From an optimization exercise on the open Yosys and OpenROAD flow, aimed at small area, a short achievable clock period and few clock cycles per item; shortcuts taken in it are not production practice. Function was checked by simulation only, so behaviour that the tests miss may differ from the original. Power and IR drop assume default switching activity.

run a:
Design contone_block_enc, start of the top module:
module contone_block_enc (
    input  wire       clk,
    input  wire       rst,           
    input  wire       in_valid,
    output wire       in_ready,
    input  wire [7:0] in_cur,        
    input  wire [7:0] in_prev,       
    input  wire       in_sol,        
    output wire       out_valid,
    input  wire       out_ready,
    output wire [7:0] out_data,
    output wire       out_last       
);
clock: 17.0 ns
lec_check: 0
cap_margin: 20
core_margin: 2
core_utilization: 40
slew_margin: 20
standard.sh (not shown) runs the stock make flow with config.mk's settings and CLKGATE_MAP_FILE= SYNTH_SCRIPT=/design/flow/synth_recipe.tcl, a recipe that flattens the netlist after the stock synthesis.
==> flow/flow/run.sh <==
#!/bin/bash
# Standard layout, with timing repair aimed at a shorter period than the
# clock's (the clock and all constraints are unchanged), gate sizing not
# tied to the cell footprint, and larger clock-sink clusters.
set -euo pipefail
bash standard.sh SETUP_SLACK_MARGIN=12.45 MATCH_CELL_FOOTPRINT=0 CTS_CLUSTER_SIZE=24 CTS_CLUSTER_DIAMETER=100 finish > standard_flow.log 2>&1
Testbench counts of run a, summed over its fixed seeds: cycles 167,102, blocks 2,560.
Edits applied to the flow inputs when going from run a to run b:
-- flow/design.v --
<<< run a, line 120
        end
    endfunction
    reg        in_ready_n;           
    reg        in_ready_p;           
    wire       in_ready_r = !in_ready_n;
    reg        r_v, r_sol, r_rebase;
    reg [7:0]  r_cur, r_prev;
>>> run b, line 120
        end
    endfunction
    reg        in_ready_r;
    reg        in_ready_p;           
    reg        r_v, r_sol, r_rebase;
    reg [7:0]  r_cur, r_prev;
<<< run a, line 422
        else if (ph == L - 1) ph <= 7'd0;
        else                  ph <= ph + 7'd1;
        in_ready_n <= !(space_n && (acc_now || ph == L - 1 || (empty_now && !r_v)));
        in_ready_p <= space_n && (acc_now || ph == L - 1 || (empty_now && !r_v));
        if (r_rebase) begin
            rp  <= L - WS;                       
>>> run b, line 421
        else if (ph == L - 1) ph <= 7'd0;
        else                  ph <= ph + 7'd1;
        in_ready_r <= space_n && (acc_now || ph == L - 1 || (empty_now && !r_v));
        in_ready_p <= space_n && ((in_valid && in_ready_p) || ph == L - 1 || (empty_now && !r_v));
        if (r_rebase) begin
            rp  <= L - WS;                       
<<< run a, line 470
            rp         <= 7'd0;
            win        <= {{(T-1){1'b0}}, 1'b1};
            in_ready_n <= 1'b0;
            in_ready_p <= 1'b1;
        end
>>> run b, line 469
            rp         <= 7'd0;
            win        <= {{(T-1){1'b0}}, 1'b1};
            in_ready_r <= 1'b1;
            in_ready_p <= 1'b1;
        end
### Flow results
Time the worst path needs with I/O delays and setup for run b: 39 ps down relative to run a
Run b does better than run a on maximum frequency.
Run a reports its highest-delay cell along the critical path as mux4_2 while run b reports dfxtp_2.
Higher initial antenna violation count among run a and run b: run a
On area growth from synthesis to layout: between run a and run b, it ends up higher for run a.
From run a to run b the numbers moved as follows: total vias in the final route dropped 2.2%, buffering overhead went down 0.29 points.
Testbench counts of run b, summed over its fixed seeds: cycles 167,102, blocks 2,560.

========
contone_block_enc, a different RTL version from the one above (not shown whole).
Size: roughly 7400 cells after synthesis, ~32 I/O pins, about 78000 µm² of cells after synthesis.
Settings: LEC_CHECK=0, CAP_MARGIN=20, CORE_MARGIN=2, CORE_UTILIZATION=40, SLEW_MARGIN=20; clock period 17.0 ns.
==> flow/flow/run.sh <==
#!/bin/bash
# Standard layout, with timing repair aimed at a shorter period than the
# clock's (the clock and all constraints are unchanged), gate sizing not
# tied to the cell footprint, and larger clock-sink clusters.
set -euo pipefail
bash standard.sh SETUP_SLACK_MARGIN=12.3 MATCH_CELL_FOOTPRINT=0 CTS_CLUSTER_SIZE=24 CTS_CLUSTER_DIAMETER=100 finish > standard_flow.log 2>&1
Testbench counts at the start, summed over its fixed seeds: cycles 167,146, blocks 2,560.
Then changed:
--- a/flow/design.v
+++ b/flow/design.v
@@ -247,20 +247,18 @@
     localparam [1:0] E_IDLE = 2'd0, E_LAST = 2'd1, E_READ = 2'd2;
     reg  [1:0]  es;
     reg  [1:0]  eb_kind, eb_p;
     reg  [2:0]  eb_k;
     reg         rpar;                
     reg  [5:0]  ecnt;                
     reg  [6:0]  rp;                  
-    reg         e0_v, e0_hdr, e0_b, e0_end;
-    reg  [7:0]  ac, bc, pa, pb;      
-    reg  [7:0]  ln;                  
-    wire        e0_esc   = (eb_kind == K_ESC);
-    wire [7:0]  e0_hval  = (eb_kind == K_ZERO)  ? {2'b01, eb_p, 4'b0000} :
-                           (eb_kind == K_CODED) ? {2'b00, eb_p, 1'b0, eb_k} : 8'hC0;
+    reg         e0_v, e0_hdr, e0_esc, e0_b, e0_end;
+    reg  [2:0]  e0_k;
+    reg  [7:0]  e0_hval;
+    reg  [7:0]  ac, an, bc, bn, pa, pb;   
     reg         e1_v, e1_b, e1_raw, e1_end, e1_sh;
     reg  [2:0]  e1_k;
     reg  [7:0]  e1_va, e1_vb;
     reg         sa_v, sa_lg, sa_end, sb_v, sb_lg, sb_end, s_both;
     reg  [4:0]  sa_p1, sa_len, sb_p1, sb_len, sab_len;
     reg  [15:0] sa_code, sb_code, sab_code;
     reg  [23:0] a_acc;
@@ -287,16 +285,16 @@
     wire [26:0] code_b   = code_of(e1_raw, e1_vb, e1_k);
     wire [7:0]  q_a      = e1_va >> e1_k;
     wire [4:0]  ab_len   = e1_raw ? 5'd16 : code_a[20:16] + code_b[20:16];
     wire [15:0] ab_code  = e1_raw ? {e1_va, e1_vb} :
                            code_a[15:0] | ((code_b[15:0] >> ({2'd0, e1_k} + 5'd1)) >> q_a[2:0]);
     wire [7:0]  za       = zz(ac - pa);
     wire [7:0]  zb       = zz(bc - pb);
-    wire        sh_a     = {1'b0, za} < thr_8(eb_k);
-    wire        sh_b     = {1'b0, zb} < thr_8(eb_k);
+    wire        sh_a     = {1'b0, za} < thr_8(e0_k);
+    wire        sh_b     = {1'b0, zb} < thr_8(e0_k);
     reg  [T-1:0] win;                
     wire        in_win   = |win;
     reg  [15:0] rd_a, rd_b;
     integer     wi;
     always @(*) begin
         rd_a = 16'd0;
         rd_b = 16'd0;
@@ -308,15 +306,15 @@
     wire        rd_go    = (es == E_READ) && e0_free && in_win;
     wire        rd_two   = ecnt != 6'd63;
     wire        last_go  = (es == E_LAST) && in_win;
     wire [1:0]  nread    = rd_go ? (rd_two ? 2'd2 : 2'd1) : {1'b0, last_go};
     wire        skip     = take && (pd_kind == K_ZERO);
     wire        sol_a    = (ecnt == 6'd0) && solq[rpar];
     wire [7:0]  rw_a     = sol_a ? rd_a[7:0] : e0_b ? bc : ac;
-    wire [7:0]  rnw_a    = sol_a ? rd_a[7:0] : ln;
+    wire [7:0]  rnw_a    = sol_a ? rd_a[7:0] : e0_b ? bn : an;
     assign take = (es == E_IDLE) && pd_v && e0_free;
     reg  [6:0]  occ;                 
     reg  [6:0]  ph;                  
     reg  [6:0]  freed;               
     wire [6:0]  occ_r    = occ + {6'd0, r_v} - freed;    
     assign      empty_now = (occ_r == 7'd0);
     wire        space_n  = (occ_r + {6'd0, in_ready_r} + 7'd1) <= L;
@@ -364,47 +362,53 @@
             e1_v   <= e0_v;
             e1_b   <= e0_b && !e0_hdr;
             e1_raw <= e0_hdr || e0_esc;
             e1_va  <= e0_hdr ? e0_hval : e0_esc ? ac : za;
             e1_vb  <= e0_esc ? bc : zb;
             e1_end <= e0_end;
             e1_sh  <= e0_hdr || e0_esc || (sh_a && sh_b);
-            e1_k   <= eb_k;
+            e1_k   <= e0_k;
         end
         if (e0_free) e0_v <= 1'b0;
         if (take) begin
             eb_kind <= pd_kind;
             eb_p    <= pd_p;
             eb_k    <= pd_k;
             e0_v    <= 1'b1;
             e0_hdr  <= 1'b1;
             e0_end  <= (pd_kind == K_ZERO);
+            e0_hval <= (pd_kind == K_ZERO)  ? {2'b01, pd_p, 4'b0000} :
+                       (pd_kind == K_CODED) ? {2'b00, pd_p, 1'b0, pd_k} : 8'hC0;
+            e0_k    <= pd_k;
             ecnt    <= 6'd0;
             if (pd_kind == K_ZERO) begin
                 rpar <= !rpar;
                 es   <= E_LAST;
             end else
                 es   <= E_READ;
         end
         if (last_go) begin
             ac   <= rd_a[15:8];
-            ln   <= rd_a[7:0];
+            an   <= rd_a[7:0];
             e0_b <= 1'b0;
             es   <= E_IDLE;
         end
         if (rd_go) begin
             pa       <= pred(eb_p, rw_a, rd_a[7:0], rnw_a);
             pb       <= pred(eb_p, rd_a[15:8], rd_b[7:0], rd_a[7:0]);
             ac       <= rd_a[15:8];
-            ln       <= rd_two ? rd_b[7:0] : rd_a[7:0];
+            an       <= rd_a[7:0];
             bc       <= rd_b[15:8];
+            bn       <= rd_b[7:0];
             e0_v     <= 1'b1;
             e0_hdr   <= 1'b0;
             e0_b     <= rd_two;
+            e0_esc   <= (eb_kind == K_ESC);
             e0_end   <= !rd_two || ecnt == 6'd62;
+            e0_k     <= eb_k;
             ecnt     <= ecnt + (rd_two ? 6'd2 : 6'd1);
             if (!rd_two || ecnt == 6'd62) begin
                 rpar <= !rpar;
                 es   <= E_IDLE;
             end
         end
         freed <= skip ? 7'd63 : {5'd0, nread};
What happened: Fmax rose by 0.35%; first-iteration DRC count rose by 1.8%; via count rose by 0.56%; core utilization is about the same; hold slack gets worse by 0.0073 ns; sequential cell count rose by 19; sequential power rose by about 2%.
Testbench counts after the change, summed over its fixed seeds: cycles 167,146, blocks 2,560.

-- port drivers added, routing unchanged --
The results above use ideal ports. As a check the final layouts listed here were re-extracted and re-timed, cells and wires unchanged.
Step 1 sets driving cells, clkbuf_16 on the clock port and buf_2 on the other inputs (assumed; they add their load-dependent delay and slew).
Step 2, shift: input delay + t, output delay - t, t = (earliest + latest rising clock arrival at the registers) / 2. This alone moves slack from input paths to output paths.
Three values: no drivers, after step 1, after step 2; two values: the first two.
run	shift t [ns]	slack for setup (ns)	latest minus earliest clock arrival (ns)	slew at the worst register clock pin (ns)	worst slew at a driven data input, ns
run a	0.839	12.386 / 12.317 / 12.002	0.071 / 0.071	0.11 / 0.11	0.04
run b	0.808	12.426 / 12.340 / 12.088	0.070 / 0.070	0.10 / 0.10	0.10
the first run of note 2	0.798	12.320 / 12.241 / 11.775	0.056 / 0.056	0.11 / 0.11	0.05
the second run of note 2	0.826	12.336 / 12.254 / 11.729	0.105 / 0.105	0.11 / 0.11	0.13
After both steps setup and hold are still met in every run listed. The setup slack of the second run of note 2, which loses most, moves by -0.082 ns with the drivers and by -0.607 ns with both steps.
